This is an optimization exercise on Yosys and OpenROAD, whose aim is small area, a short achievable clock period and few clock cycles per item, not a production implementation.
Function was checked by simulation only, so behaviour that the tests miss may differ from the original.

==> flow/design.v, too long to show whole: its modules and the start of the top module <==
// module gx2: 3 lines
// module gxn2: 3 lines
// module kw_unwrap: 1190 lines
module kw_unwrap (
    input  wire         clk,
    input  wire         rst,
    input  wire         req_valid,
    output wire         req_ready,
    input  wire         req_kek,
    input  wire         req_long,
    input  wire [319:0] req_data,
    output wire         resp_valid,
    input  wire         resp_ready,
    output wire [255:0] resp_key,
    output wire         resp_ok
);
  // ...
==> flow/flow/run.sh <==
#!/bin/bash
set -euo pipefail
MARGIN=${MARGIN:-8}
bash standard.sh SETUP_SLACK_MARGIN=$MARGIN "BUFFER_PORTS_ARGS=-buffer_cell sky130_fd_sc_hd__buf_2" finish > make_finish.log 2>&1
==> flow/standard.sh <==
#!/bin/bash
# synth_recipe.tcl (not shown) runs the flow's synth.tcl, then flattens the netlist and writes it again
# the make line also repeats each setting of config.mk as NAME=value (left out here)
make -C /OpenROAD-flow-scripts/flow DESIGN_CONFIG=/design/flow/config.mk WORK_HOME=/design/flow/orfs CLKGATE_MAP_FILE= SYNTH_SCRIPT=/design/flow/synth_recipe.tcl "${@:-finish}"
==> flow/config.mk <==
export PLATFORM = sky130hd
export DESIGN_NAME = kw_unwrap
export DESIGN_NICKNAME = kw_unwrap
export VERILOG_FILES = /design/flow/design.v
export SDC_FILE = /design/flow/constraint.sdc
export NUM_CORES = 8
export LEC_CHECK = 0
export CAP_MARGIN = 40
export CELL_PAD_IN_SITES_DETAIL_PLACEMENT = 1
export CELL_PAD_IN_SITES_GLOBAL_PLACEMENT = 2
export CORE_MARGIN = 2
export CORE_UTILIZATION = 36
export CTS_CLUSTER_DIAMETER = 90
export CTS_CLUSTER_SIZE = 26
export PLACE_DENSITY = 0.56
export SLEW_MARGIN = 40
export SYNTH_HIERARCHICAL = 1
==> flow/constraint.sdc <==
create_clock -name core_clock -period 12.0 [get_ports {clk}]
set_input_delay 2.4000 -clock core_clock [delete_from_list [all_inputs] [get_ports {clk}]]
set_output_delay 2.4000 -clock core_clock [all_outputs]
set_load 0.01 [all_outputs]
==> flow_summary.yaml, run 1 <==
cells_and_area:
  final_cells: 14198
  largest_reg_flops: 288
  inverters: 209
  final_area_sq_um: 118000
  final_util_pct: 43.1
clock_network:
  cts.sinks: 1948
  clkTransAtPathRegs_ns: 0.10
run_status:
  outcome: "no timing/DRC/antenna violations"
drt:
  drtAntennaViolNets: 0
  wl_met3_microns: 27700
  first_pass_iters: 6
  drtIter0Drc: 7453
  top_layer_used: "met5"
timing:
  finalCritPeriodShare_pct: 34.5
  rsz0062_at_grt: "true"
  skew_ns: 0.0907
  worst_pin_slew_ns: 1.03
synthesis:
  synth_mux_area_share_pct: 1.66
  netlist_top_cells_area: "edfxtp_1 (27%), xor2_1 (21%), dfxtp_1 (21%)"
  yosysUniqueCellTypes: 58
  yosysTopAreaCell: "edfxtp_1"
  syn_inst: 9852
  yosys.area_share.simple_pct: 11.4
floorplanning:
  die_y_microns: 529
worst_setup_path:
  crit_buf_inv: 1
  crit_slowest_cell: "xor2_1"
  crit_required_ns: 12.71
  critPathMaxFanout: 5
  cp-start-kind: "flop"
run:
  maxCapViolCount: 0
grt:
  grt_pass1_wl_microns: 650000
  top_usage_layer: "met2"
place:
  postPlaceCellArea_sq_um: 107000
Testbench counts, summed over its fixed seeds: cycles 65,598, items 256.
==> run 2: changes to the inputs <==
--- a/flow/design.v
+++ b/flow/design.v
@@ -17,64 +17,70 @@
     output wire [255:0] resp_key,
     output wire         resp_ok
 );
     localparam [63:0] IV = 64'hA6A6_A6A6_A6A6_A6A6;
     localparam [1:0] G_RUN   = 2'd0,
                      G_KEXP  = 2'd1,
                      G_KDONE = 2'd2;
     reg  [1:0]   gst;
-    reg          ph;         
-    reg  [3:0]   m;          
+    reg  [4:0]   u;          
     reg          kph;        
     reg  [5:0]   kidx;       
     reg          k_rot;      
     reg          k_id;       
     reg  [7:0]   k_rcon;     
     reg  [255:0] kwin;       
     reg  [255:0] klast;      
+    reg  [127:0] rk0s;       
     reg  [71:0]  ks;         
-    reg  [127:0] sa;         
-    reg  [287:0] sb;         
+    reg          sel1;       
+    reg  [1:0]   sel3;       
+    reg  [127:0] sa1;        
+    reg  [287:0] sb1;        
+    reg  [127:0] sa2;        
+    reg  [287:0] sb2;        
     reg          v_q, kek_q, long_q;
     reg          rdy;        
-    reg  [63:0]  x1p, x2p, x3p, x4p, x1q, x2q, x3q, x4q;
-    reg  [4:0]   tcp, tcq;       
-    reg          lngp, lngq;
-    reg          runp, runq;     
-    reg          parkp, parkq;   
-    reg          okcp, okcq;
-    reg          old;        
-    reg  [127:0] sbuf;
-    reg          sok;
-    reg          sv;         
-    reg          spre;       
+    reg  [63:0]  x1 [0:3];
+    reg  [63:0]  x2 [0:3];
+    reg  [63:0]  x3 [0:3];
+    reg  [63:0]  x4 [0:3];
+    reg  [4:0]   tc [0:3];   
+    reg  [2:0]   tag [0:3];  
+    reg          lng  [0:3];
+    reg          run  [0:3];   
+    reg          park [0:3];   
+    reg          okc  [0:3];
+    reg  [2:0]   next_in;    
+    reg  [2:0]   next_out;   
+    reg  [127:0] sbuf0, sbuf1;
+    reg  [2:0]   stag0, stag1;
+    reg          sok0, sok1;
+    reg          sv0, sv1;
     reg  [255:0] out_key;
     reg          out_ok, out_pend, out_valid;
     reg          out_free;   
-    wire [127:0] rk   = kwin[255:128];
     wire [127:0] rk14 = klast[127:0];
     wire         grun = (gst == G_RUN);
-    wire         cb   = ~ph;                  
-    wire         bnd  = (m == 4'd0);          
+    wire         kfwd = (gst == G_KEXP);
     function [7:0] rcon_of(input [2:0] i);
         case (i)
             3'd1:    rcon_of = 8'h01;
             3'd2:    rcon_of = 8'h02;
             3'd3:    rcon_of = 8'h04;
             3'd4:    rcon_of = 8'h08;
             3'd5:    rcon_of = 8'h10;
             3'd6:    rcon_of = 8'h20;
             3'd7:    rcon_of = 8'h40;
             default: rcon_of = 8'h00;
         endcase
     endfunction
-    wire [31:0] kw0 = kwin[255:224], kw1 = kwin[223:192], kw2 = kwin[191:160], kw3 = kwin[159:128];
+    wire [31:0] kw0 = kwin[255:224], kw3 = kwin[159:128];
     wire [31:0] kw4 = kwin[127:96],  kw5 = kwin[95:64],   kw6 = kwin[63:32],   kw7 = kwin[31:0];
-    wire        kfwd   = (gst == G_KEXP);
     wire [71:0] ks_next;
     wire [31:0] sub_out;
     genvar g;
     generate
         for (g = 0; g < 4; g = g + 1) begin : g_ksbox
             if (1) begin : u_a    
                 wire [7:0] a = kw3[8*g +: 8];
                 wire [17:0] p;
@@ -320,24 +326,214 @@
             end
         end
     endgenerate
     wire [31:0]  sub_rot   = k_rot ? {sub_out[23:0], sub_out[31:24]} : sub_out;
     wire [31:0]  k_g       = k_id ? kw3 : (sub_rot ^ {k_rcon, 24'h0});
     wire [31:0]  k_new     = kw4 ^ k_g;
     wire [255:0] kfwd_next = {kwin[223:128], k_new, kwin[95:0], kw0};
     wire [255:0] kbwd_next = {k_new, kw5 ^ kw4, kw6 ^ kw5, kw7 ^ kw6, kwin[255:128]};
-    wire [287:0] sb_next;
+    wire [127:0] rk1 = sel1 ? kwin[255:128] : kwin[127:0];
+    wire [127:0] rk3 = sel3[0] ? kwin[255:128] : sel3[1] ? kwin[127:0] : rk0s;
+    wire [287:0] sb1_next, sb2_next;
+    wire [127:0] ark1, ark3, imc1, imc3;
     generate
-        for (g = 0; g < 16; g = g + 1) begin : g_sta
+        for (g = 0; g < 16; g = g + 1) begin : g_sa
             localparam integer ROW = g % 4;
             localparam integer COL = g / 4;
             localparam integer SRC = ROW + 4 * ((COL + 4 - ROW) % 4);
-            if (1) begin : u_a    
-                wire [7:0] a = sa[127-8*SRC -: 8];
+            if (1) begin : u_a0    
+                wire [7:0] a = sa1[127-8*SRC -: 8];
+                wire [17:0] p;
+                wire n1;
+                gx2 u1 (.a(a[1]), .b(a[2]), .y(n1));
+                wire n2;
+                gx2 u2 (.a(a[0]), .b(a[5]), .y(n2));
+                wire n3;
+                gx2 u3 (.a(a[7]), .b(n1), .y(n3));
+                wire n4;
+                gx2 u4 (.a(a[4]), .b(a[6]), .y(n4));
+                wire n5;
+                gx2 u5 (.a(a[0]), .b(a[3]), .y(n5));
+                wire n6;
+                gx2 u6 (.a(a[3]), .b(a[5]), .y(n6));
+                wire n7;
+                gx2 u7 (.a(a[0]), .b(a[4]), .y(n7));
+                wire n8;
+                gx2 u8 (.a(n2), .b(n4), .y(n8));
+                wire n9;
+                gx2 u9 (.a(a[4]), .b(n6), .y(n9));
+                wire n10;
+                gx2 u10 (.a(a[6]), .b(n5), .y(n10));
+                wire n11;
+                gx2 u11 (.a(a[2]), .b(a[5]), .y(n11));
+                wire n12;
+                gx2 u12 (.a(a[0]), .b(a[7]), .y(n12));
+                wire n13;
+                gx2 u13 (.a(n3), .b(n8), .y(n13));
+                wire n14;
+                gx2 u14 (.a(n1), .b(n2), .y(n14));
+                wire n15;
+                gx2 u15 (.a(a[4]), .b(n2), .y(n15));
+                wire n16;
+                gx2 u16 (.a(n3), .b(n15), .y(n16));
+                wire n36;
+                gxn2 u17 (.a(a[1]), .b(n2), .y(n36));
+                wire n18;
+                gx2 u18 (.a(a[3]), .b(n4), .y(n18));
+                wire n19;
+                gx2 u19 (.a(a[6]), .b(n6), .y(n19));
+                wire n20;
+                gx2 u20 (.a(n1), .b(n7), .y(n20));
+                wire n21;
+                gx2 u21 (.a(a[6]), .b(n14), .y(n21));
+                wire n42;
+                gxn2 u22 (.a(n3), .b(n10), .y(n42));
+                wire n23;
+                gx2 u23 (.a(a[1]), .b(n12), .y(n23));
+                wire n24;
+                gx2 u24 (.a(n4), .b(n12), .y(n24));
+                wire n25;
+                gx2 u25 (.a(a[1]), .b(n7), .y(n25));
+                wire n26;
+                gx2 u26 (.a(a[7]), .b(n11), .y(n26));
+                wire n27;
+                gx2 u27 (.a(a[6]), .b(n3), .y(n27));
+                wire n28;
+                gx2 u28 (.a(n1), .b(n5), .y(n28));
+                wire n29;
+                gx2 u29 (.a(a[1]), .b(n9), .y(n29));
+                wire n30;
+                gx2 u30 (.a(a[6]), .b(n26), .y(n30));
+                wire n31;
+                gx2 u31 (.a(n3), .b(n18), .y(n31));
+                wire n32;
+                gx2 u32 (.a(a[1]), .b(n4), .y(n32));
+                wire n38;
+                gxn2 u33 (.a(a[4]), .b(n11), .y(n38));
+                wire n34 = ~n7;
+                wire n35 = ~n1;
+                wire n37 = ~a[1];
+                wire n39 = ~n14;
+                wire n40 = ~n16;
+                wire n41 = ~n9;
+                wire n43 = ~n5;
+                wire n44 = ~n8;
+                wire n45 = ~n9;
+                wire n46 = ~n16;
+                wire n47 = ~a[6];
+                wire n48 = n20 & n24;
+                wire n49 = n34 & n31;
+                wire n50 = n35 & n28;
+                wire n51 = n36 & n32;
+                wire n52 = n37 & n29;
+                wire n53 = n2 & n19;
+                wire n54 = n38 & n23;
+                wire n55 = n25 & n30;
+                wire n56 = n39 & n21;
+                wire n57;
+                gx2 u43 (.a(n52), .b(n55), .y(n57));
+                wire n58;
+                gx2 u44 (.a(n50), .b(n52), .y(n58));
+                wire n59;
+                gx2 u45 (.a(n53), .b(n13), .y(n59));
+                wire n60;
+                gx2 u46 (.a(n51), .b(n54), .y(n60));
+                wire n61;
+                gx2 u47 (.a(n53), .b(n10), .y(n61));
+                wire n62;
+                gx2 u48 (.a(n41), .b(n60), .y(n62));
+                wire n63;
+                gx2 u49 (.a(n48), .b(n59), .y(n63));
+                wire n64;
+                gx2 u50 (.a(n58), .b(n63), .y(n64));
+                wire n65;
+                gx2 u51 (.a(n51), .b(n40), .y(n65));
+                wire n66;
+                gx2 u52 (.a(n56), .b(n61), .y(n66));
+                wire n67;
+                gx2 u53 (.a(n57), .b(n66), .y(n67));
+                wire n68;
+                gx2 u54 (.a(n49), .b(n65), .y(n68));
+                wire n69;
+                gx2 u55 (.a(n57), .b(n62), .y(n69));
+                wire n70;
+                gx2 u56 (.a(n58), .b(n68), .y(n70));
+                reg [3:0] e;
+                always @(*) begin
+                    case ({n67, n69, n64, n70})
+                        4'd0: e = 4'd0;
+                        4'd1: e = 4'd1;
+                        4'd2: e = 4'd3;
+                        4'd3: e = 4'd2;
+                        4'd4: e = 4'd15;
+                        4'd5: e = 4'd12;
+                        4'd6: e = 4'd9;
+                        4'd7: e = 4'd11;
+                        4'd8: e = 4'd10;
+                        4'd9: e = 4'd6;
+                        4'd10: e = 4'd8;
+                        4'd11: e = 4'd7;
+                        4'd12: e = 4'd5;
+                        4'd13: e = 4'd14;
+                        4'd14: e = 4'd13;
+                        4'd15: e = 4'd4;
+                        default: e = 4'd0;
+                    endcase
+                end
+                wire n71;
+                gx2 u57 (.a(e[2]), .b(e[3]), .y(n71));
+                wire n72;
+                gx2 u58 (.a(e[0]), .b(e[1]), .y(n72));
+                wire n73;
+                gx2 u59 (.a(n71), .b(n72), .y(n73));
+                wire n74;
+                gx2 u60 (.a(e[1]), .b(e[3]), .y(n74));
+                wire n75;
+                gx2 u61 (.a(e[0]), .b(e[2]), .y(n75));
+                wire n76 = n27 & e[3];
+                wire n77 = n42 & e[2];
+                wire n78 = n43 & n71;
+                wire n79 = n44 & e[1];
+                wire n80 = n45 & e[0];
+                wire n81 = n10 & n72;
+                wire n82 = n46 & n74;
+                wire n83 = n13 & n75;
+                wire n84 = n47 & n73;
+                wire n85 = n24 & e[3];
+                wire n86 = n31 & e[2];
+                wire n87 = n28 & n71;
+                wire n88 = n32 & e[1];
+                wire n89 = n29 & e[0];
+                wire n90 = n19 & n72;
+                wire n91 = n23 & n74;
+                wire n92 = n30 & n75;
+                wire n93 = n21 & n73;
+                assign p[0] = n76;
+                assign p[1] = n77;
+                assign p[2] = n78;
+                assign p[3] = n79;
+                assign p[4] = n80;
+                assign p[5] = n81;
+                assign p[6] = n82;
+                assign p[7] = n83;
+                assign p[8] = n84;
+                assign p[9] = n85;
+                assign p[10] = n86;
+                assign p[11] = n87;
+                assign p[12] = n88;
+                assign p[13] = n89;
+                assign p[14] = n90;
+                assign p[15] = n91;
+                assign p[16] = n92;
+                assign p[17] = n93;
+                assign sb1_next[287-18*g -: 18] = p;
+            end
+            if (1) begin : u_a2    
+                wire [7:0] a = sa2[127-8*SRC -: 8];
                 wire [17:0] p;
                 wire n1;
                 gx2 u1 (.a(a[1]), .b(a[2]), .y(n1));
                 wire n2;
                 gx2 u2 (.a(a[0]), .b(a[5]), .y(n2));
                 wire n3;
                 gx2 u3 (.a(a[7]), .b(n1), .y(n3));
                 wire n4;
@@ -511,27 +707,23 @@
                 assign p[10] = n86;
                 assign p[11] = n87;
                 assign p[12] = n88;
                 assign p[13] = n89;
                 assign p[14] = n90;
                 assign p[15] = n91;
                 assign p[16] = n92;
                 assign p[17] = n93;
-                assign sb_next[287-18*g -: 18] = p;
+                assign sb2_next[287-18*g -: 18] = p;
             end
         end
-    endgenerate
-    wire [127:0] ark;
-    wire [127:0] imc;
-    generate
-        for (g = 0; g < 16; g = g + 1) begin : g_stb
-            if (1) begin : u_b    
-                wire [17:0] p = sb[287-18*g -: 18];
-                wire [7:0] k = rk[127-8*g -: 8];
+        for (g = 0; g < 16; g = g + 1) begin : g_sb
+            if (1) begin : u_b1    
+                wire [17:0] p = sb1[287-18*g -: 18];
+                wire [7:0] k = rk1[127-8*g -: 8];
                 wire [7:0] y;
                 wire m1;
                 gx2 u80 (.a(p[9]), .b(p[11]), .y(m1));
                 wire m2;
                 gx2 u81 (.a(p[0]), .b(p[2]), .y(m2));
                 wire m3;
                 gx2 u82 (.a(p[12]), .b(p[15]), .y(m3));
                 wire m4;
@@ -605,22 +797,110 @@
                 assign y[0] = m41;
                 assign y[1] = m39;
                 assign y[2] = m37;
                 assign y[3] = m36;
                 assign y[4] = m35;
                 assign y[5] = m38;
                 assign y[6] = m23;
                 assign y[7] = m34;
-                assign ark[127-8*g -: 8] = y;
+                assign ark1[127-8*g -: 8] = y;
+            end
+            if (1) begin : u_b3    
+                wire [17:0] p = sb2[287-18*g -: 18];
+                wire [7:0] k = rk3[127-8*g -: 8];
+                wire [7:0] y;
+                wire m1;
+                gx2 u80 (.a(p[9]), .b(p[11]), .y(m1));
+                wire m2;
+                gx2 u81 (.a(p[0]), .b(p[2]), .y(m2));
+                wire m3;
+                gx2 u82 (.a(p[12]), .b(p[15]), .y(m3));
+                wire m4;
+                gx2 u83 (.a(m1), .b(m2), .y(m4));
+                wire m5;
+                gx2 u84 (.a(p[14]), .b(m4), .y(m5));
+                wire m6;
+                gx2 u85 (.a(p[13]), .b(m3), .y(m6));
+                wire m7;
+                gx2 u86 (.a(p[7]), .b(p[8]), .y(m7));
+                wire m8;
+                gx2 u87 (.a(p[1]), .b(p[3]), .y(m8));
+                wire m9;
+                gx2 u88 (.a(p[17]), .b(m6), .y(m9));
+                wire m10;
+                gx2 u89 (.a(p[4]), .b(p[16]), .y(m10));
+                wire m11;
+                gx2 u90 (.a(p[4]), .b(k[7]), .y(m11));
+                wire m12;
+                gx2 u91 (.a(p[6]), .b(p[8]), .y(m12));
+                wire m13;
+                gx2 u92 (.a(p[10]), .b(m2), .y(m13));
+                wire m14;
+                gx2 u93 (.a(m7), .b(m13), .y(m14));
+                wire m15;
+                gx2 u94 (.a(m10), .b(m12), .y(m15));
+                wire m16;
+                gx2 u95 (.a(m6), .b(m8), .y(m16));
+                wire m17;
+                gx2 u96 (.a(p[5]), .b(k[1]), .y(m17));
+                wire m18;
+                gx2 u97 (.a(p[5]), .b(m11), .y(m18));
+                wire m19;
+                gx2 u98 (.a(p[13]), .b(m7), .y(m19));
+                wire m20;
+                gx2 u99 (.a(p[2]), .b(m10), .y(m20));
+                wire m21;
+                gx2 u100 (.a(p[13]), .b(m18), .y(m21));
+                wire m22;
+                gx2 u101 (.a(k[6]), .b(m20), .y(m22));
+                wire m23 = m16 ^ m22;
+                wire m24;
+                gx2 u103 (.a(p[16]), .b(k[0]), .y(m24));
+                wire m25;
+                gx2 u104 (.a(p[3]), .b(k[4]), .y(m25));
+                wire m26;
+                gx2 u105 (.a(m3), .b(m25), .y(m26));
+                wire m27;
+                gx2 u106 (.a(k[2]), .b(m7), .y(m27));
+                wire m28;
+                gx2 u107 (.a(p[15]), .b(m24), .y(m28));
+                wire m29;
+                gx2 u108 (.a(p[0]), .b(m17), .y(m29));
+                wire m30;
+                gx2 u109 (.a(k[5]), .b(m19), .y(m30));
+                wire m31;
+                gx2 u110 (.a(m15), .b(m26), .y(m31));
+                wire m32;
+                gx2 u111 (.a(k[3]), .b(m1), .y(m32));
+                wire m33;
+                gx2 u112 (.a(m4), .b(m27), .y(m33));
+                wire m34 = m5 ^ m21;
+                wire m35 = m5 ^ m31;
+                wire m36 = m9 ^ m32;
+                wire m37 = m9 ^ m33;
+                wire m38 = m5 ^ m30;
+                wire m39 = m8 ^ m29;
+                wire m40;
+                gx2 u119 (.a(p[11]), .b(m28), .y(m40));
+                wire m41 = m14 ^ m40;
+                assign y[0] = m41;
+                assign y[1] = m39;
+                assign y[2] = m37;
+                assign y[3] = m36;
+                assign y[4] = m35;
+                assign y[5] = m38;
+                assign y[6] = m23;
+                assign y[7] = m34;
+                assign ark3[127-8*g -: 8] = y;
             end
         end
         for (g = 0; g < 4; g = g + 1) begin : g_imc
-            if (1) begin : u_imc    
-                wire [31:0] a = ark[127-32*g -: 32];
+            if (1) begin : u_imc1    
+                wire [31:0] a = ark1[127-32*g -: 32];
                 wire [31:0] y;
                 wire v0;
                 gx2 u1 (.a(a[5]), .b(a[21]), .y(v0));
                 wire v1;
                 gx2 u2 (.a(a[13]), .b(a[29]), .y(v1));
                 wire v2;
                 gx2 u3 (.a(a[6]), .b(a[22]), .y(v2));
                 wire v3;
@@ -960,236 +1240,611 @@
                 assign y[24] = v91;
                 assign y[25] = v164;
                 assign y[26] = v167;
                 assign y[27] = v136;
                 assign y[28] = v159;
                 assign y[29] = v168;
                 assign y[30] = v138;
                 assign y[31] = v74;
-                assign imc[127-32*g -: 32] = y;
+                assign imc1[127-32*g -: 32] = y;
+            end
+            if (1) begin : u_imc3    
+                wire [31:0] a = ark3[127-32*g -: 32];
+                wire [31:0] y;
+                wire v0;
+                gx2 u1 (.a(a[5]), .b(a[21]), .y(v0));
+                wire v1;
+                gx2 u2 (.a(a[13]), .b(a[29]), .y(v1));
+                wire v2;
+                gx2 u3 (.a(a[6]), .b(a[22]), .y(v2));
+                wire v3;
+                gx2 u4 (.a(a[14]), .b(a[30]), .y(v3));
+                wire v4;
+                gx2 u5 (.a(v0), .b(v1), .y(v4));
+                wire v5;
+                gx2 u6 (.a(a[7]), .b(v2), .y(v5));
+                wire v6;
+                gx2 u7 (.a(a[23]), .b(v3), .y(v6));
+                wire v7;
+                gx2 u8 (.a(a[3]), .b(a[31]), .y(v7));
+                wire v8;
+                gx2 u9 (.a(a[15]), .b(a[19]), .y(v8));
+                wire v9;
+                gx2 u10 (.a(a[25]), .b(v4), .y(v9));
+                wire v10;
+                gx2 u11 (.a(a[1]), .b(a[17]), .y(v10));
+                wire v11;
+                gx2 u12 (.a(a[8]), .b(a[24]), .y(v11));
+                wire v12;
+                gx2 u13 (.a(a[9]), .b(v9), .y(v12));
+                wire v13;
+                gx2 u14 (.a(a[12]), .b(a[28]), .y(v13));
+                wire v14;
+                gx2 u15 (.a(a[4]), .b(a[20]), .y(v14));
+                wire v15;
+                gx2 u16 (.a(a[0]), .b(a[16]), .y(v15));
+                wire v16;
+                gx2 u17 (.a(a[10]), .b(a[26]), .y(v16));
+                wire v17;
+                gx2 u18 (.a(a[2]), .b(a[18]), .y(v17));
+                wire v18;
+                gx2 u19 (.a(a[11]), .b(a[27]), .y(v18));
+                wire v19;
+                gx2 u20 (.a(v7), .b(v8), .y(v19));
+                wire v20;
+                gx2 u21 (.a(v6), .b(v17), .y(v20));
+                wire v21;
+                gx2 u22 (.a(a[7]), .b(v14), .y(v21));
+                wire v22;
+                gx2 u23 (.a(v2), .b(v16), .y(v22));
+                wire v23;
+                gx2 u24 (.a(a[23]), .b(v13), .y(v23));
+                wire v24;
+                gx2 u25 (.a(v5), .b(v18), .y(v24));
+                wire v25;
+                gx2 u26 (.a(a[7]), .b(v3), .y(v25));
+                wire v26;
+                gx2 u27 (.a(v3), .b(v22), .y(v26));
+                wire v27;
+                gx2 u28 (.a(v4), .b(v11), .y(v27));
+                wire v28;
+                gx2 u29 (.a(a[15]), .b(a[31]), .y(v28));
+                wire v29;
+                gx2 u30 (.a(a[30]), .b(v23), .y(v29));
+                wire v30;
+                gx2 u31 (.a(v8), .b(v10), .y(v30));
+                wire v31;
+                gx2 u32 (.a(a[2]), .b(v15), .y(v31));
+                wire v32;
+                gx2 u33 (.a(a[5]), .b(v19), .y(v32));
+                wire v33;
+                gx2 u34 (.a(a[21]), .b(v19), .y(v33));
+                wire v34;
+                gx2 u35 (.a(a[22]), .b(v21), .y(v34));
+                wire v35;
+                gx2 u36 (.a(v7), .b(v10), .y(v35));
+                wire v36;
+                gx2 u37 (.a(a[18]), .b(v15), .y(v36));
+                wire v37;
+                gx2 u38 (.a(a[23]), .b(v2), .y(v37));
+                wire v38;
+                gx2 u39 (.a(v26), .b(v28), .y(v38));
+                wire v39;
+                gx2 u40 (.a(v1), .b(v17), .y(v39));
+                wire v40;
+                gx2 u41 (.a(v5), .b(v20), .y(v40));
+                wire v41;
+                gx2 u42 (.a(a[13]), .b(v24), .y(v41));
+                wire v42;
+                gx2 u43 (.a(v27), .b(v37), .y(v42));
+                wire v43;
+                gx2 u44 (.a(a[15]), .b(a[24]), .y(v43));
+                wire v44;
+                gx2 u45 (.a(v6), .b(v18), .y(v44));
+                wire v45;
+                gx2 u46 (.a(v0), .b(v28), .y(v45));
+                wire v46;
+                gx2 u47 (.a(a[26]), .b(v11), .y(v46));
+                wire v47;
+                gx2 u48 (.a(a[6]), .b(v21), .y(v47));
+                wire v48;
+                gx2 u49 (.a(v0), .b(v16), .y(v48));
+                wire v49;
+                gx2 u50 (.a(a[0]), .b(a[31]), .y(v49));
+                wire v50;
+                gx2 u51 (.a(v4), .b(v15), .y(v50));
+                wire v51;
+                gx2 u52 (.a(v26), .b(v39), .y(v51));
+                wire v52;
+                gx2 u53 (.a(a[14]), .b(v23), .y(v52));
+                wire v53;
+                gx2 u54 (.a(a[29]), .b(v24), .y(v53));
+                wire v54;
+                gx2 u55 (.a(a[10]), .b(v11), .y(v54));
+                wire v55;
+                gx2 u56 (.a(a[31]), .b(v1), .y(v55));
+                wire v56;
+                gx2 u57 (.a(a[3]), .b(a[11]), .y(v56));
+                wire v57;
+                gx2 u58 (.a(a[13]), .b(v33), .y(v57));
+                wire v58;
+                gx2 u59 (.a(v6), .b(v31), .y(v58));
+                wire v59;
+                gx2 u60 (.a(v6), .b(v50), .y(v59));
+                wire v60;
+                gx2 u61 (.a(v14), .b(v30), .y(v60));
+                wire v61;
+                gx2 u62 (.a(v1), .b(v34), .y(v61));
+                wire v62;
+                gx2 u63 (.a(a[15]), .b(v29), .y(v62));
+                wire v63;
+                gx2 u64 (.a(a[31]), .b(v5), .y(v63));
+                wire v64;
+                gx2 u65 (.a(a[14]), .b(v45), .y(v64));
+                wire v65;
+                gx2 u66 (.a(a[17]), .b(v31), .y(v65));
+                wire v66;
+                gx2 u67 (.a(a[4]), .b(a[12]), .y(v66));
+                wire v67;
+                gx2 u68 (.a(a[11]), .b(v16), .y(v67));
+                wire v68;
+                gx2 u69 (.a(a[19]), .b(a[27]), .y(v68));
+                wire v69;
+                gx2 u70 (.a(v43), .b(v50), .y(v69));
+                wire v70;
+                gx2 u71 (.a(a[8]), .b(a[31]), .y(v70));
+                wire v71;
+                gx2 u72 (.a(a[16]), .b(v37), .y(v71));
+                wire v72;
+                gx2 u73 (.a(a[10]), .b(v24), .y(v72));
+                wire v73;
+                gx2 u74 (.a(a[1]), .b(a[8]), .y(v73));
+                wire v74 = v61 ^ v62;
+                wire v75;
+                gx2 u76 (.a(v32), .b(v34), .y(v75));
+                wire v76;
+                gx2 u77 (.a(a[6]), .b(v45), .y(v76));
+                wire v77;
+                gx2 u78 (.a(v5), .b(v10), .y(v77));
+                wire v78;
+                gx2 u79 (.a(v14), .b(v29), .y(v78));
+                wire v79;
+                gx2 u80 (.a(v25), .b(v46), .y(v79));
+                wire v80;
+                gx2 u81 (.a(v18), .b(v31), .y(v80));
+                wire v81;
+                gx2 u82 (.a(a[17]), .b(v6), .y(v81));
+                wire v82;
+                gx2 u83 (.a(a[16]), .b(v27), .y(v82));
+                wire v83;
+                gx2 u84 (.a(v35), .b(v67), .y(v83));
+                wire v84;
+                gx2 u85 (.a(v13), .b(v64), .y(v84));
+                wire v85;
+                gx2 u86 (.a(v8), .b(v56), .y(v85));
+                wire v86 = v25 ^ v69;
+                wire v87;
+                gx2 u88 (.a(v10), .b(v71), .y(v87));
+                wire v88;
+                gx2 u89 (.a(a[4]), .b(a[28]), .y(v88));
+                wire v89;
+                gx2 u90 (.a(v44), .b(v47), .y(v89));
+                wire v90;
+                gx2 u91 (.a(a[4]), .b(v13), .y(v90));
+                wire v91 = v59 ^ v70;
+                wire v92;
+                gx2 u93 (.a(v48), .b(v66), .y(v92));
+                wire v93;
+                gx2 u94 (.a(a[1]), .b(v36), .y(v93));
+                wire v94;
+                gx2 u95 (.a(v35), .b(v36), .y(v94));
+                wire v95;
+                gx2 u96 (.a(v9), .b(v77), .y(v95));
+                wire v96;
+                gx2 u97 (.a(a[8]), .b(v49), .y(v96));
+                wire v97;
+                gx2 u98 (.a(a[15]), .b(v73), .y(v97));
+                wire v98;
+                gx2 u99 (.a(v52), .b(v55), .y(v98));
+                wire v99;
+                gx2 u100 (.a(v25), .b(v90), .y(v99));
+                wire v100;
+                gx2 u101 (.a(a[28]), .b(v14), .y(v100));
+                wire v101;
+                gx2 u102 (.a(a[17]), .b(v54), .y(v101));
+                wire v102;
+                gx2 u103 (.a(v36), .b(v85), .y(v102));
+                wire v103 = v76 ^ v78;
+                wire v104;
+                gx2 u105 (.a(a[1]), .b(a[9]), .y(v104));
+                wire v105;
+                gx2 u106 (.a(v27), .b(v94), .y(v105));
+                wire v106;
+                gx2 u107 (.a(v33), .b(v88), .y(v106));
+                wire v107;
+                gx2 u108 (.a(a[16]), .b(v97), .y(v107));
+                wire v108;
+                gx2 u109 (.a(a[23]), .b(a[27]), .y(v108));
+                wire v109;
+                gx2 u110 (.a(v29), .b(v32), .y(v109));
+                wire v110;
+                gx2 u111 (.a(v46), .b(v104), .y(v110));
+                wire v111;
+                gx2 u112 (.a(a[12]), .b(v108), .y(v111));
+                wire v112;
+                gx2 u113 (.a(v5), .b(v100), .y(v112));
+                wire v113;
+                gx2 u114 (.a(v25), .b(v107), .y(v113));
+                wire v114;
+                gx2 u115 (.a(v20), .b(v92), .y(v114));
+                wire v115;
+                gx2 u116 (.a(a[0]), .b(a[15]), .y(v115));
+                wire v116;
+                gx2 u117 (.a(a[9]), .b(v65), .y(v116));
+                wire v117;
+                gx2 u118 (.a(a[29]), .b(v44), .y(v117));
+                wire v118;
+                gx2 u119 (.a(a[26]), .b(v30), .y(v118));
+                wire v119;
+                gx2 u120 (.a(a[25]), .b(v93), .y(v119));
+                wire v120 = v40 ^ v110;
+                wire v121;
+                gx2 u122 (.a(v33), .b(v52), .y(v121));
+                wire v122;
+                gx2 u123 (.a(a[9]), .b(v4), .y(v122));
+                wire v123;
+                gx2 u124 (.a(a[20]), .b(a[28]), .y(v123));
+                wire v124;
+                gx2 u125 (.a(a[11]), .b(v17), .y(v124));
+                wire v125 = v72 ^ v105;
+                wire v126 = v53 ^ v114;
+                wire v127 = v42 ^ v115;
+                wire v128 = v41 ^ v109;
+                wire v129 = v47 ^ v98;
+                wire v130;
+                gx2 u131 (.a(v79), .b(v102), .y(v130));
+                wire v131;
+                gx2 u132 (.a(a[24]), .b(v49), .y(v131));
+                wire v132 = v57 ^ v89;
+                wire v133;
+                gx2 u134 (.a(a[20]), .b(a[27]), .y(v133));
+                wire v134;
+                gx2 u135 (.a(v81), .b(v131), .y(v134));
+                wire v135;
+                gx2 u136 (.a(v22), .b(v111), .y(v135));
+                wire v136 = v12 ^ v130;
+                wire v137;
+                gx2 u138 (.a(a[12]), .b(a[20]), .y(v137));
+                wire v138 = v53 ^ v121;
+                wire v139 = v34 ^ v84;
+                wire v140 = v63 ^ v82;
+                wire v141 = v38 ^ v119;
+                wire v142 = v75 ^ v117;
+                wire v143;
+                gx2 u144 (.a(v32), .b(v137), .y(v143));
+                wire v144;
+                gx2 u145 (.a(v83), .b(v112), .y(v144));
+                wire v145;
+                gx2 u146 (.a(v60), .b(v135), .y(v145));
+                wire v146 = v38 ^ v116;
+                wire v147 = v12 ^ v144;
+                wire v148;
+                gx2 u149 (.a(v30), .b(v124), .y(v148));
+                wire v149 = v12 ^ v134;
+                wire v150 = v51 ^ v143;
+                wire v151;
+                gx2 u152 (.a(v99), .b(v148), .y(v151));
+                wire v152 = v51 ^ v106;
+                wire v153;
+                gx2 u154 (.a(v43), .b(v122), .y(v153));
+                wire v154 = v12 ^ v151;
+                wire v155;
+                gx2 u156 (.a(a[25]), .b(v101), .y(v155));
+                wire v156;
+                gx2 u157 (.a(v7), .b(v68), .y(v156));
+                wire v157;
+                gx2 u158 (.a(v80), .b(v118), .y(v157));
+                wire v158;
+                gx2 u159 (.a(v13), .b(v133), .y(v158));
+                wire v159 = v12 ^ v145;
+                wire v160;
+                gx2 u161 (.a(v54), .b(v156), .y(v160));
+                wire v161;
+                gx2 u162 (.a(v58), .b(v160), .y(v161));
+                wire v162;
+                gx2 u163 (.a(v48), .b(v123), .y(v162));
+                wire v163 = v95 ^ v96;
+                wire v164 = v87 ^ v153;
+                wire v165;
+                gx2 u166 (.a(v20), .b(v162), .y(v165));
+                wire v166 = v12 ^ v113;
+                wire v167 = v40 ^ v155;
+                wire v168 = v41 ^ v165;
+                wire v169 = v12 ^ v161;
+                wire v170;
+                gx2 u171 (.a(v35), .b(v158), .y(v170));
+                wire v171 = v42 ^ v157;
+                wire v172;
+                gx2 u173 (.a(v20), .b(v170), .y(v172));
+                wire v173 = v12 ^ v172;
+                assign y[0] = v140;
+                assign y[1] = v149;
+                assign y[2] = v141;
+                assign y[3] = v171;
+                assign y[4] = v173;
+                assign y[5] = v152;
+                assign y[6] = v142;
+                assign y[7] = v103;
+                assign y[8] = v86;
+                assign y[9] = v163;
+                assign y[10] = v120;
+                assign y[11] = v169;
+                assign y[12] = v147;
+                assign y[13] = v126;
+                assign y[14] = v128;
+                assign y[15] = v129;
+                assign y[16] = v127;
+                assign y[17] = v166;
+                assign y[18] = v146;
+                assign y[19] = v125;
+                assign y[20] = v154;
+                assign y[21] = v150;
+                assign y[22] = v132;
+                assign y[23] = v139;
+                assign y[24] = v91;
+                assign y[25] = v164;
+                assign y[26] = v167;
+                assign y[27] = v136;
+                assign y[28] = v159;
+                assign y[29] = v168;
+                assign y[30] = v138;
+                assign y[31] = v74;
+                assign imc3[127-32*g -: 32] = y;
             end
         end
     endgenerate
-    wire [63:0] b_hi = ark[127:64];
-    wire [63:0] b_lo = ark[63:0];
+    wire [63:0] b_hi = ark3[127:64];
+    wire [63:0] b_lo = ark3[63:0];
     wire        b_ok = (b_hi == IV);
-    wire        bnd_b      = grun && bnd;     
-    wire        run_b      = runp;
-    wire        last_b     = (tcp == 5'd1);
-    wire        s_first    = sv && !spre;     
-    wire        sout       = s_first && out_free;
-    wire        fin_direct = bnd_b && run_b && last_b && (old == cb) && out_free && !s_first;
-    wire        sfill      = bnd_b && run_b && last_b && !fin_direct && !lngp && !sv;
-    wire        fin_park   = bnd_b && run_b && last_b && !fin_direct && !sfill;
-    wire        cont       = bnd_b && run_b && !last_b;
-    wire        unpark     = parkp && (old == cb) && out_free && !s_first;
+    wire        bnd3       = grun && ((u == 5'd27) || (u <= 5'd2));
+    wire        run3       = run[3];
+    wire        fin        = bnd3 && run3 && (tc[3] == 5'd1);
+    wire        cont       = bnd3 && run3 && (tc[3] != 5'd1);
+    wire        my_turn    = (tag[3] == next_out) && out_free;
+    wire        fin_direct = fin && my_turn;
+    wire        sfill0     = fin && !fin_direct && !lng[3] && !sv0;
+    wire        sfill1     = fin && !fin_direct && !lng[3] && sv0 && !sv1;
+    wire        fin_park   = fin && !fin_direct && !sfill0 && !sfill1;
+    wire        unpark     = park[3] && my_turn;
+    wire        sout0      = sv0 && (stag0 == next_out) && out_free;
+    wire        sout1      = sv1 && (stag1 == next_out) && out_free;
     wire        acc        = rdy && !kek_q && req_valid;
     wire        kek_acc    = rdy &&  kek_q && req_valid;
     wire        acc_d      = rdy && !kek_q;
     wire        kek_d      = rdy &&  kek_q;
-    wire        has_o      = runq || parkq;
-    wire [63:0]  head      = lngp ? x1p : x3p;
-    wire [4:0]   t_nx      = tcp - 5'd1;
+    wire        out_load   = fin_direct || unpark || sout0 || sout1;
+    wire [63:0]  head      = lng[3] ? x1[3] : x3[3];
+    wire [4:0]   t_nx      = tc[3] - 5'd1;
     wire [4:0]   t_first   = long_q ? 5'd24 : 5'd12;
     wire [63:0]  c_n       = long_q ? req_data[63:0] : req_data[191:128];
     wire [127:0] blk_raw   = cont ? {b_hi ^ {59'd0, t_nx}, head}
                                   : {req_data[319:256] ^ {59'd0, t_first}, c_n};
     reg  [1:0]  gst_n;
-    reg         ph_n, kph_n;
-    reg  [3:0]  m_n;
+    reg  [4:0]  u_n;
+    reg         kph_n;
     reg  [5:0]  kidx_n;
-    reg         runp_n, parkp_n;
-    reg  [4:0]  tcp_n;
-    reg         old_n, sv_n, spre_n;
+    reg         run3_n, park3_n;
+    reg  [4:0]  tc3_n;
+    reg  [2:0]  tag3_n;
+    reg  [2:0]  next_in_n, next_out_n;
+    reg         sv0_n, sv1_n;
     always @(*) begin
         gst_n  = gst;
-        ph_n   = ~ph;
-        m_n    = m;
+        u_n    = u;
         kph_n  = kph;
         kidx_n = kidx;
         case (gst)
             G_RUN: begin
                 if (kek_acc) begin
                     gst_n  = G_KEXP;
                     kph_n  = 1'b0;
                     kidx_n = 6'd8;
-                end else if (!ph) begin
-                    m_n = bnd ? 4'd13 : m - 4'd1;
+                end else begin
+                    u_n = (u == 5'd27) ? 5'd0 : u + 5'd1;
                 end
             end
             G_KEXP: begin
                 kph_n = ~kph && !k_id;
                 if (kph || k_id) begin
                     kidx_n = kidx + 6'd1;
                     if (kidx == 6'd59)
                         gst_n = G_KDONE;
                 end
             end
             default: begin
                 gst_n = G_RUN;
-                m_n   = 4'd0;
+                u_n   = 5'd0;
             end
         endcase
-        runp_n  = runp;
-        parkp_n = parkp;
-        tcp_n   = tcp;
+        run3_n  = run3;
+        park3_n = park[3];
+        tc3_n   = tc[3];
+        tag3_n  = tag[3];
         if (acc) begin
-            runp_n = 1'b1;
-            tcp_n  = t_first;
-        end else if (bnd_b && run_b && last_b) begin
-            runp_n = 1'b0;
+            run3_n = 1'b1;
+            tc3_n  = t_first;
+            tag3_n = next_in;
+        end else if (fin) begin
+            run3_n = 1'b0;
         end
         if (cont)
-            tcp_n = t_nx;
+            tc3_n = t_nx;
         if (fin_park)
-            parkp_n = 1'b1;
+            park3_n = 1'b1;
         else if (unpark)
-            parkp_n = 1'b0;
-        old_n = old;
-        if (acc && !has_o)
-            old_n = cb;
-        else if (fin_direct || unpark)
-            old_n = ~cb;
-        else if (sfill && old == cb)
-            old_n = ~cb;
-        sv_n   = sv;
-        spre_n = spre;
-        if (sfill) begin
-            sv_n   = 1'b1;
-            spre_n = (old != cb);
-        end else if (sout) begin
-            sv_n   = 1'b0;
-        end
-        if (fin_direct || unpark)
-            spre_n = 1'b0;
+            park3_n = 1'b0;
+        next_in_n  = acc ? next_in + 3'd1 : next_in;
+        next_out_n = out_load ? next_out + 3'd1 : next_out;
+        sv0_n = (sv0 && !sout0) || sfill0;
+        sv1_n = (sv1 && !sout1) || sfill1;
         if (rst) begin
-            gst_n   = G_RUN;
-            ph_n    = 1'b1;
-            m_n     = 4'd0;
-            runp_n  = 1'b0;
-            parkp_n = 1'b0;
-            sv_n    = 1'b0;
+            gst_n      = G_RUN;
+            u_n        = 5'd0;
+            run3_n     = 1'b0;
+            park3_n    = 1'b0;
+            next_in_n  = 3'd0;
+            next_out_n = 3'd0;
+            sv0_n      = 1'b0;
+            sv1_n      = 1'b0;
         end
     end
-    wire out_pend_n  = !rst && (fin_direct || unpark || sout);
+    wire out_pend_n  = !rst && out_load;
     wire out_valid_n = !rst && (out_pend || (out_valid && !resp_ready));
     wire out_free_n  = !(out_pend_n || out_pend || out_valid);
     wire v_q_n       = !rst && req_valid && !rdy;
-    wire runq_n   = runq && !rst;
-    wire parkq_n  = parkq && !rst;
-    wire cb_n     = ~ph_n;
+    wire [2:0] run_n;    
+    assign run_n[0] = (run3_n || park3_n) && !rst;
+    assign run_n[1] = (run[0] || park[0]) && !rst;
+    assign run_n[2] = (run[1] || park[1]) && !rst;
+    wire run2_n   = run[2] && !rst;
+    wire park2_n  = park[2] && !rst;
     wire grun_n   = (gst_n == G_RUN);
-    wire bnd_n    = grun_n && (m_n == 4'd0);
-    wire old_is_n = (old_n == cb_n) && !(sv_n && !spre_n);
-    wire last_n   = bnd_n && runq_n && (tcq == 5'd1);
-    wire free_n   = (!runq_n && (!parkq_n || (old_is_n && out_free_n))) ||
-                    (last_n && ((old_is_n && out_free_n) || (!lngq && !sv_n)));
+    wire bnd_n    = grun_n && ((u_n == 5'd27) || (u_n <= 5'd2));
+    wire turn_n   = (tag[2] == next_out_n) && out_free_n;
+    wire free_n   = (!run2_n && (!park2_n || turn_n)) ||
+                    (bnd_n && run2_n && (tc[2] == 5'd1) &&
+                     (turn_n || (!lng[2] && !(sv0_n && sv1_n))));
     wire rdy_n    = !rst && v_q_n && grun_n &&
-                    (req_kek ? (!runq_n && !parkq_n && !runp_n && !parkp_n)
+                    (req_kek ? (run_n == 3'd0 && !run2_n && !park2_n)
                              : (bnd_n && free_n));
+    integer c;
     always @(posedge clk) begin
-        gst      <= gst_n;
-        ph       <= ph_n;
-        m        <= m_n;
-        kph      <= kph_n;
-        kidx     <= kidx_n;
-        runq     <= runp_n;
-        parkq    <= parkp_n;
-        tcq      <= tcp_n;
-        runp     <= runq_n;
-        parkp    <= parkq_n;
-        tcp      <= tcq;
-        old      <= old_n;
-        sv       <= sv_n;
-        spre     <= spre_n;
+        gst       <= gst_n;
+        u         <= u_n;
+        kph       <= kph_n;
+        kidx      <= kidx_n;
+        next_in   <= next_in_n;
+        next_out  <= next_out_n;
+        sv0       <= sv0_n;
+        sv1       <= sv1_n;
         out_pend  <= out_pend_n;
         out_valid <= out_valid_n;
         out_free  <= out_free_n;
-        v_q      <= v_q_n;
-        kek_q    <= req_kek;
-        long_q   <= req_long;
-        rdy      <= rdy_n;
+        v_q       <= v_q_n;
+        kek_q     <= req_kek;
+        long_q    <= req_long;
+        rdy       <= rdy_n;
+        sel1      <= (u_n[1] ^ u_n[0]);
+        sel3      <= (u_n == 5'd1 || u_n == 5'd2) ? 2'd0 :
+                     (u_n[1] ^ u_n[0]) ? 2'd2 : 2'd1;
     end
     always @(posedge clk) begin
         ks <= ks_next;
         if (kek_d)
             kwin <= {req_data[127:0], req_data[255:128]};
         else if (kfwd && (kph || k_id))
             kwin <= kfwd_next;
-        else if (grun && !ph)
-            kwin <= bnd ? klast : kbwd_next;
+        else if (grun && !u[0])
+            kwin <= (u == 5'd0) ? klast : kbwd_next;
         if (gst == G_KDONE)
             klast <= {kwin[127:0], kwin[255:128]};
+        if (grun && u == 5'd0)
+            rk0s <= kwin[255:128];
+    end
+    wire [4:0] ustep = u_n + 5'd1;           
+    wire [3:0] mwin  = 4'd14 - ustep[4:1];   
+    always @(posedge clk) begin
         if (kek_d) begin
             k_rot  <= 1'b1;
             k_id   <= 1'b0;
             k_rcon <= 8'h01;
         end else if (kfwd) begin
             if (kph || k_id) begin
                 k_rot  <= (kidx_n[2:0] == 3'd0);
                 k_id   <= (kidx_n[1:0] != 2'd0);
                 k_rcon <= (kidx_n[2:0] == 3'd0) ? rcon_of(kidx_n[5:3]) : 8'h00;
             end
-        end else if (!grun || !ph) begin
-            k_rot  <= m_n[0];
+        end else if (u_n[0]) begin
+            k_rot  <= mwin[0];
             k_id   <= 1'b0;
-            k_rcon <= m_n[0] ? rcon_of(m_n[3:1] + 3'd1) : 8'h00;
+            k_rcon <= mwin[0] ? rcon_of(mwin[3:1] + 3'd1) : 8'h00;
         end
     end
     always @(posedge clk) begin
-        sb <= sb_next;
-        if (!bnd)
-            sa <= imc;
+        sb1 <= sb1_next;
+        sa2 <= imc1;
+        sb2 <= sb2_next;
+        if (!bnd3)
+            sa1 <= imc3;
         else
-            sa <= blk_raw ^ rk14;
+            sa1 <= blk_raw ^ rk14;
     end
     always @(posedge clk) begin
-        if (sfill) begin
-            sbuf <= {b_lo, x3p};
-            sok  <= b_ok;
+        if (sfill0) begin
+            sbuf0 <= {b_lo, x3[3]};
+            sok0  <= b_ok;
+            stag0 <= tag[3];
+        end
+        if (sfill1) begin
+            sbuf1 <= {b_lo, x3[3]};
+            sok1  <= b_ok;
+            stag1 <= tag[3];
         end
     end
     always @(posedge clk) begin
-        x1p  <= x1q;
-        x2p  <= x2q;
-        x3p  <= x3q;
-        x4p  <= x4q;
-        lngp <= lngq;
-        okcp <= okcq;
-        x1q  <= x1p;
-        x2q  <= x2p;
-        x3q  <= x3p;
-        x4q  <= x4p;
-        lngq <= lngp;
-        okcq <= okcp;
+        for (c = 1; c < 4; c = c + 1) begin
+            x1[c]   <= x1[c-1];
+            x2[c]   <= x2[c-1];
+            x3[c]   <= x3[c-1];
+            x4[c]   <= x4[c-1];
+            tc[c]   <= tc[c-1];
+            tag[c]  <= tag[c-1];
+            lng[c]  <= lng[c-1];
+            okc[c]  <= okc[c-1];
+            run[c]  <= run[c-1] && !rst;
+            park[c] <= park[c-1] && !rst;
+        end
+        x1[0]   <= x1[3];
+        x2[0]   <= x2[3];
+        x3[0]   <= x3[3];
+        x4[0]   <= x4[3];
+        lng[0]  <= lng[3];
+        okc[0]  <= okc[3];
+        tc[0]   <= tc3_n;
+        tag[0]  <= tag3_n;
+        run[0]  <= run3_n;
+        park[0] <= park3_n;
         if (cont) begin
-            x3q <= b_lo;
-            if (lngp) begin
-                x1q <= x2p;
-                x2q <= x3p;
+            x3[0] <= b_lo;
+            if (lng[3]) begin
+                x1[0] <= x2[3];
+                x2[0] <= x3[3];
             end
         end else if (acc_d) begin
-            lngq <= long_q;
-            x1q  <= req_data[127:64];
-            x2q  <= req_data[191:128];
-            x3q  <= req_data[255:192];
+            lng[0] <= long_q;
+            x1[0]  <= req_data[127:64];
+            x2[0]  <= req_data[191:128];
+            x3[0]  <= req_data[255:192];
         end
         if (fin_park) begin
-            x4q  <= b_lo;
-            okcq <= b_ok;
+            x4[0]  <= b_lo;
+            okc[0] <= b_ok;
         end
     end
     always @(posedge clk) begin
         if (fin_direct || unpark) begin
-            out_key <= {fin_direct ? b_lo : x4p, x3p, {x2p, x1p} & {128{lngp}}};
-            out_ok  <= fin_direct ? b_ok : okcp;
-        end else if (sout) begin
-            out_key <= {sbuf, 128'd0};
-            out_ok  <= sok;
+            out_key <= {fin_direct ? b_lo : x4[3], x3[3], {x2[3], x1[3]} & {128{lng[3]}}};
+            out_ok  <= fin_direct ? b_ok : okc[3];
+        end else if (sout0) begin
+            out_key <= {sbuf0, 128'd0};
+            out_ok  <= sok0;
+        end else if (sout1) begin
+            out_key <= {sbuf1, 128'd0};
+            out_ok  <= sok1;
         end else if (out_pend && !out_ok) begin
             out_key <= 256'd0;
         end
     end
     assign req_ready  = rdy;
     assign resp_valid = out_valid;
     assign resp_ok    = out_ok;
     assign resp_key   = out_key;
==> flow/flow/run.sh (replaced) <==
#!/bin/bash
set -euo pipefail
MARGIN=${MARGIN:-7.7}
bash standard.sh SETUP_SLACK_MARGIN=$MARGIN "BUFFER_PORTS_ARGS=-buffer_cell sky130_fd_sc_hd__buf_2" finish > make_finish.log 2>&1
--- a/flow/config.mk
+++ b/flow/config.mk
@@ -5,13 +5,13 @@
 export SDC_FILE = /design/flow/constraint.sdc
 export NUM_CORES = 8
 export LEC_CHECK = 0
 export CAP_MARGIN = 40
 export CELL_PAD_IN_SITES_DETAIL_PLACEMENT = 1
 export CELL_PAD_IN_SITES_GLOBAL_PLACEMENT = 2
 export CORE_MARGIN = 2
 export CORE_UTILIZATION = 36
-export CTS_CLUSTER_DIAMETER = 90
-export CTS_CLUSTER_SIZE = 26
+export CTS_CLUSTER_DIAMETER = 80
+export CTS_CLUSTER_SIZE = 22
 export PLACE_DENSITY = 0.56
 export SLEW_MARGIN = 40
 export SYNTH_HIERARCHICAL = 1
==> run 2 against run 1 <==
  * Routed wire length up 66%
  * Die area rose by 57%
  * Design area grew 57%
  * Synthesized cell count grew 51%
  * Via count increased by 52%
  * Register-to-register slack lost 0.28 ns
  * Non-clock buffer count is 281 higher
  * Critical path type unchanged
==> flow_summary.yaml, run 2 <==
synthesis:
  syn-num-nets: 15361
  yosysMostFrequentCell: "xor2_1"
  synth-edff-count: 1162
  syn_inst: 14879
  netlist_top_cells_area: "dfxtp_1 (26%), xor2_1 (26%), edfxtp_1 (22%)"
  synth_common_cells: "xor2_1 (4603), dfxtp_1 (2015), edfxtp_1 (1162)"
  ys_warn_count: 17
  yosysUniqueCellTypes: 78
  syn_area_sq_um: 156000
  async_flop_share_pct: 0
  syn_avg_cell_area_sq_um: 10.5
  yosysTopAreaCellShare_pct: 25.8
  synth_flop_cell: "dfxtp_1"
  synth-seq-area-share_pct: 48.1
  synth_seq_cells: 3177
  yosysTopAreaCell: "dfxtp_1"
timing:
  skew_ns: 0.113
  holdWs_ns: 0.310
  worst_pin_slew_ns: 1.03
  fin_setup_tns_ns: 0
  finalCritPeriodShare_pct: 36.8
  setup_ws_ns: 7.58
  fmax_mhz: 226
  relSlewSlack_pct: 31.3
  slew_violations: 0
  period_minus_slack_ns: 4.42
  hold_viol: 0
  rsz0062_at_grt: "true"
  setup_viol: 0
cells_and_area:
  final_cells: 21748
  syn2layout_area_growth_pct: 18.7
  layout_commonest_cell: "xor2_1"
  nNetsFinal: 16273
  drive_above_1_share_pct: 16.7
  reg.largest.list: "sb1 x288, sb2 x288"
  final_cell_mix: "xor2_1 (4031), dfxtp_1 (1869), edfxtp_1 (1162), nand2_1 (1092), a21oi_1 (775)"
floorplanning:
  die_area_sq_um: 439000
  coreArea_sq_um: 432000
  initial_core_util_pct: 36.2
  io_pins: 585
  chipWidth_microns: 663
  die_y_microns: 663
  num_rows: 241
worst_hold_path:
  hold_start: "x3[1][57]"
  hold_depth: 0
  hp-class: "flop to flop"
  holdPathEnd: "x3[2][57]"
grt:
  antenna_found_initial: 150
  gr-total-overflow: 0
  grt_pass1_wl_microns: 1060000
  grt_usage_pct: 35.2
  grt_pass1_vias: 115866
  grt_max_degree: 183
clock_network:
  cts.sinks: 3177
  cts_made_buffers: 210
  cts_tree: "built"
  clkTransAtPathRegs_ns: 0.09
  cts_hold_buf: 0
  h-tree-depth: 4
  clock_path_buffers: 4
  clk_latency_ns: 1.02
  cts_root_buffer: "clkbuf_16"
drt:
  first_pass_iters: 5
  viasPerCell: 5.36
  wl_per_cell_microns: 36.9
  drtIter0Drc: 12556
  routed_wl_microns: 803000
  vias: 116639
  route.detailed.drc: 0
  drtAntennaViolNets: 0
worst_setup_path:
  critical_path_class: "flop to flop"
  crit_start: "u[0]"
  ff2ff_path_depth: 9
  crit_arrival_ns: 5.31
  critPathMaxFanout: 50
  reg2reg_slack_ns: 7.58
  timing.rr.end: "x2[0][63]"
  crit_required_ns: 12.89
  reg2reg_from: "u[0]"
  worstSetupEndpointType: "flop"
  cp-start-kind: "flop"
place:
  place_inst: 20984
  gp_congestion: 0.969
  preCtsSetupSlack_ns: 6.02
  io_buffer_count: 584
  dp_hpwl_microns: 636000
run:
  maxCapViolCount: 0
run_status:
  outcome: "no timing/DRC/antenna violations"
==> run 2: cell types whose count changed after synthesis, sizes merged, moves of 155 or more <==
cell    delta
dfxtp    +966
and2     +318
edfxtp   +263
mux2i    +155
xor2    +2177
nand2    +160
==> run 2: worst max-delay path, cell delays in order, from the launching register on <==
cell,delay [ns]
dfxtp_1,0.55
ha_2,0.37
inv_1,0.16
o2bb2ai_4,0.43
and3_4,0.77
nand2_4,0.54
buf_4,0.49
buf_4,0.42
o22ai_1,0.45
nor2_1,0.09
==> run 2: kinds of logic after synthesis <==
| kind of cell | synth area share, % |
|---|---|
| xor gates and xnor gates | 28.0 |
| DFF | 48.1 |
| and+or+nand+nor | 9.65 |
| AOI/OAI and AO/OA | 8.15 |
| buffers and inverters | 2.02 |
| muxes | 2.82 |
| adders and majority gates | 1.25 |
==> run 2: layer usage <==
layer | up-vias | global-route usage, % | routed length, microns
met5 | - | 0 | 205
met4 | 30 | 20.2 | 54200
met3 | 1074 | 6.88 | 62900
met2 | 5121 | 52.5 | 344000
met1 | 59759 | 47.5 | 342000
li1 | 50655 | - | -
==> run 2: repair_timing <==
item                                    4_1_cts  5_1_grt
cloned                                        6        5
resized for setup                           561      571
setup buffers                               144      145
pin swaps                                    48       85
endpoints found under the setup margin      812      579
==> run 2: worst max path at each step <==
| stage | to | slack (ns) | depth (start not counted) |
|---|---|---|---|
| 2_1_floorplan | sbuf0[0] | 6.15 | 6 |
| 3_3_place_gp | sa1[83] | 5.62 | 14 |
| 4_1_cts | out_ok | 7.53 | 16 |
| 3_5_place_dp | sa1[21] | 6.02 | 13 |
| 5_1_grt | sa1[94] | 7.57 | 17 |
| 6_report | x2[0][63] | 7.58 | 9 |
==> run 2: final cells by class <==
cell class / count / area (sq um)
diodes: 73 / 183
inverters: 290 / 1190
well taps: 5710 / 7140
fillers: 46595 / 246000
repair buffers: 1222 / 9150
clock inverters: 101 / 1250
flip-flops and latches: 3177 / 75500
clock buffers: 285 / 5760
multi-input cells: 10890 / 85400
==> run 2: through the flow <==
step / instance area [sq um] / utilization [%]
finish: 186000 / 43.0
global route: 185000 / 43.0
CTS: 180000 / 41.8
detailed placement: 168000 / 39.0
global placement: 167000 / 38.7
floorplan: 156000 / -
==> run 2: per-module statistics from Yosys (local to each module, per instance) <==
module	cells inside	area (sq um)	copies in the design
kw_unwrap	10723	120000	1
gx2	1	8.76	4060
gxn2	1	8.76	96
Testbench counts of run 2, summed over its fixed seeds: cycles 34,862, items 256.
==> run 3: changes to the inputs <==
==> flow/flow/run.sh (replaced) <==
#!/bin/bash
set -euo pipefail
MARGIN=${MARGIN:-8}
bash standard.sh SETUP_SLACK_MARGIN=$MARGIN "BUFFER_PORTS_ARGS=-buffer_cell sky130_fd_sc_hd__buf_2" finish > make_finish.log 2>&1
==> run 3 against run 2 <==
  * Utilization grew 2.8 points
  * Count of clock-buffer cells in the layout did not move
  * Hold slack lost 0.0038 ns
  * Sequential cell count unchanged
  * Sequential share of layout area decreased by 2.3 points
  * Largest cell class unchanged
  * Highest routed layer unchanged
==> flow_summary.yaml, run 3 <==
timing:
  period_minus_slack_ns: 4.19
  relSlewSlack_pct: 32.0
  worst_pin_slew_ns: 1.02
  fin_setup_tns_ns: 0
  setup_viol: 0
  slew_violations: 0
  rsz0062_at_grt: "true"
  holdWs_ns: 0.306
  hold_viol: 0
  fmax_mhz: 239
  skew_ns: 0.111
  finalCritPeriodShare_pct: 34.9
synthesis:
  synth_flop_cell: "dfxtp_1"
  synth-edff-count: 1162
  yosys.area_share.simple_pct: 9.65
  yosysTopAreaCellShare_pct: 25.8
  synth_top_family_by_area: "XOR/XNOR gates"
  yosysUniqueCellTypes: 78
  yosysTopAreaCell: "dfxtp_1"
  synth_compound_area_share_pct: 8.15
  async_flop_share_pct: 0
  yosysMostFrequentCell: "xor2_1"
  syn_avg_cell_area_sq_um: 10.5
  syn_area_sq_um: 156000
  netlist_top_cells_area: "dfxtp_1 (26%), xor2_1 (26%), edfxtp_1 (22%)"
  synth-seq-area-share_pct: 48.1
  synth_seq_cells: 3177
  synthXorXnorAreaFrac_pct: 28.0
  syn-num-nets: 15361
  syn_inst: 14879
  synth_mux_area_share_pct: 2.82
  synth_common_cells: "xor2_1 (4603), dfxtp_1 (2015), edfxtp_1 (1162)"
  synthAdderAreaFrac_pct: 1.25
  ys_warn_count: 17
worst_setup_path:
  ff2ff_path_depth: 19
  critPathMaxFanout: 9
  critical_path_class: "flop to flop"
  cp-start-kind: "flop"
  worstSetupEndpointType: "flop"
  crit_required_ns: 12.89
  crit_arrival_ns: 5.08
cells_and_area:
  seq_area_sq_um: 75800
  num-fill-cells: 45910
  nNetsFinal: 16828
  layout_commonest_cell: "xor2_1"
  drive_above_1_share_pct: 23.3
  final_area_sq_um: 197000
  multi_input_area_sq_um: 91400
  reg.largest.list: "sb1 x288, sb2 x288"
  syn2layout_area_growth_pct: 26.4
  final_cell_mix: "xor2_1 (3660), dfxtp_1 (1795), edfxtp_1 (1162), nand2_1 (1091), buf_4 (918)"
clock_network:
  cts_made_buffers: 210
  clock_path_buffers: 4
  clkTransAtPathRegs_ns: 0.10
  clk_latency_ns: 1.02
  cts.sinks: 3177
  cts_hold_buf: 0
  cts_root_buffer: "clkbuf_16"
  cts_tree: "built"
  h-tree-depth: 4
place:
  postPlaceCellArea_sq_um: 168000
  io_buffer_count: 584
  gp_congestion: 0.969
  dp_hpwl_microns: 636000
worst_hold_path:
  hp-class: "flop to flop"
  hold_depth: 0
grt:
  grt_pass1_vias: 117168
  grt_max_degree: 183
  grt_usage_pct: 35.6
  grt_pass1_wl_microns: 1070000
  gr-total-overflow: 0
  antenna_found_initial: 172
drt:
  routed_wl_microns: 821000
  vias: 119940
  first_pass_iters: 6
  viasPerCell: 5.37
  route.detailed.drc: 0
  wl_per_cell_microns: 36.8
  drtAntennaViolNets: 0
  drtIter0Drc: 13090
floorplanning:
  io_pins: 585
  num_rows: 241
  die_area_sq_um: 439000
  die_y_microns: 663
  chipWidth_microns: 663
  initial_core_util_pct: 36.2
  coreArea_sq_um: 432000
run_status:
  outcome: "no timing/DRC/antenna violations"
run:
  maxCapViolCount: 0
==> run 3: modules after synthesis (local to each module, per instance) <==
module	flops+latches	cells
kw_unwrap	3177	10723
gx2	0	1
gxn2	0	1
==> run 3: area by class of cell <==
type / instances / share of cell area (%)
well taps: 5710 / 3.62
flip-flops and latches: 3177 / 38.4
clock inverters: 101 / 0.632
diodes: 96 / 0.122
multi-input cells: 10890 / 46.3
repair buffers: 1777 / 7.44
inverters: 290 / 0.637
clock buffers: 285 / 2.91
==> run 3: metal layers <==
metal  global-route usage, %  vias to the layer above  wire, microns
met5                       0                        -            345
met4                    20.4                       50          58300
met3                    7.07                     1223          67000
met2                    53.2                     5432         352000
met1                    48.0                    61693         343000
li1                        -                    51542              -
==> run 3: repair_timing <==
item	CTS	global route
gates cloned	8	14
endpoints found under the hold margin	0	0
endpoints found under the setup margin	1422	780
pin swaps	146	437
setup buffers	313	521
gates resized for setup	1244	1102
==> run 3: cell families after synthesis <==
group / after synthesis
simple gates: 3114
mux: 414
compound gates: 2216
flops: 3177
buf+inv: 813
xor+xnor: 4989
fa+ha+maj: 156
==> run 3: metrics by stage <==
stage                     setup WS (ns)  util [%]  instances
after floorplan                    6.15         -      14879
after global placement             5.62      38.7      20961
after detailed placement           6.02      39.0      20984
after CTS                          7.57      43.1      21691
after global routing               7.72      45.7      22259
final                              7.81      45.8      22326
==> run 3: worst paths after layout <==
kind | start | to | slack, ns
worst max-delay path | sel3[1] | sa1[21] | 7.81
worst min-delay path | x3[2][37] | x3[3][37] | 0.31
worst max register to register | sel3[1] | sa1[21] | 7.81
worst min register to register | x3[2][37] | x3[3][37] | 0.31
==> run 3: worst max-delay path, cell delays in order (launching register included) <==
cell	delay [ns]
dfxtp_4	0.38
buf_12	0.16
buf_16	0.17
buf_4	0.14
buf_4	0.13
mux2i_1	0.12
o21ai_2	0.22
xor2_1	0.20
xor2_1	0.26
xnor2_2	0.19
clkinvlp_4	0.14
buf_4	0.19
xor2_4	0.27
xor2_4	0.23
xor2_2	0.15
buf_4	0.17
xor2_2	0.24
xor2_2	0.32
nand2_1	0.17
o21ai_0	0.17

-- afterwards: timing with drivers on the ports --
How much do the figures lean on ideal ports? The routed layouts below were timed once more, with nothing changed but the port constraints.
Step 1 sets driving cells, clkbuf_16 on the clock port and buf_2 on the other inputs (assumed; they add their load-dependent delay and slew).
Step 2 adds t to the input delays and takes it off the output delays; t is the mean of the earliest and latest rising clock arrival at the registers after step 1. Input paths then give back, and output paths get back, about the clock's delay inside the block.
Three values: ideal, step 1, step 2; two values: the first two.
run | t (ns) | setup slack, ns | clock arrival spread, ns | worst slew at a driven data input, ns
run 1 | 0.923 | 7.864 / 7.864 / 7.329 | 0.093 / 0.093 | 0.25
run 2 | 1.090 | 7.579 / 7.579 / 6.844 | 0.115 / 0.115 | 0.20
run 3 | 1.091 | 7.813 / 7.772 / 7.082 | 0.113 / 0.113 | 0.20
After both steps every run listed still meets setup and hold. For run 2, which loses most, drivers alone change the setup slack by 0.000 ns; drivers and shift together by -0.735 ns.
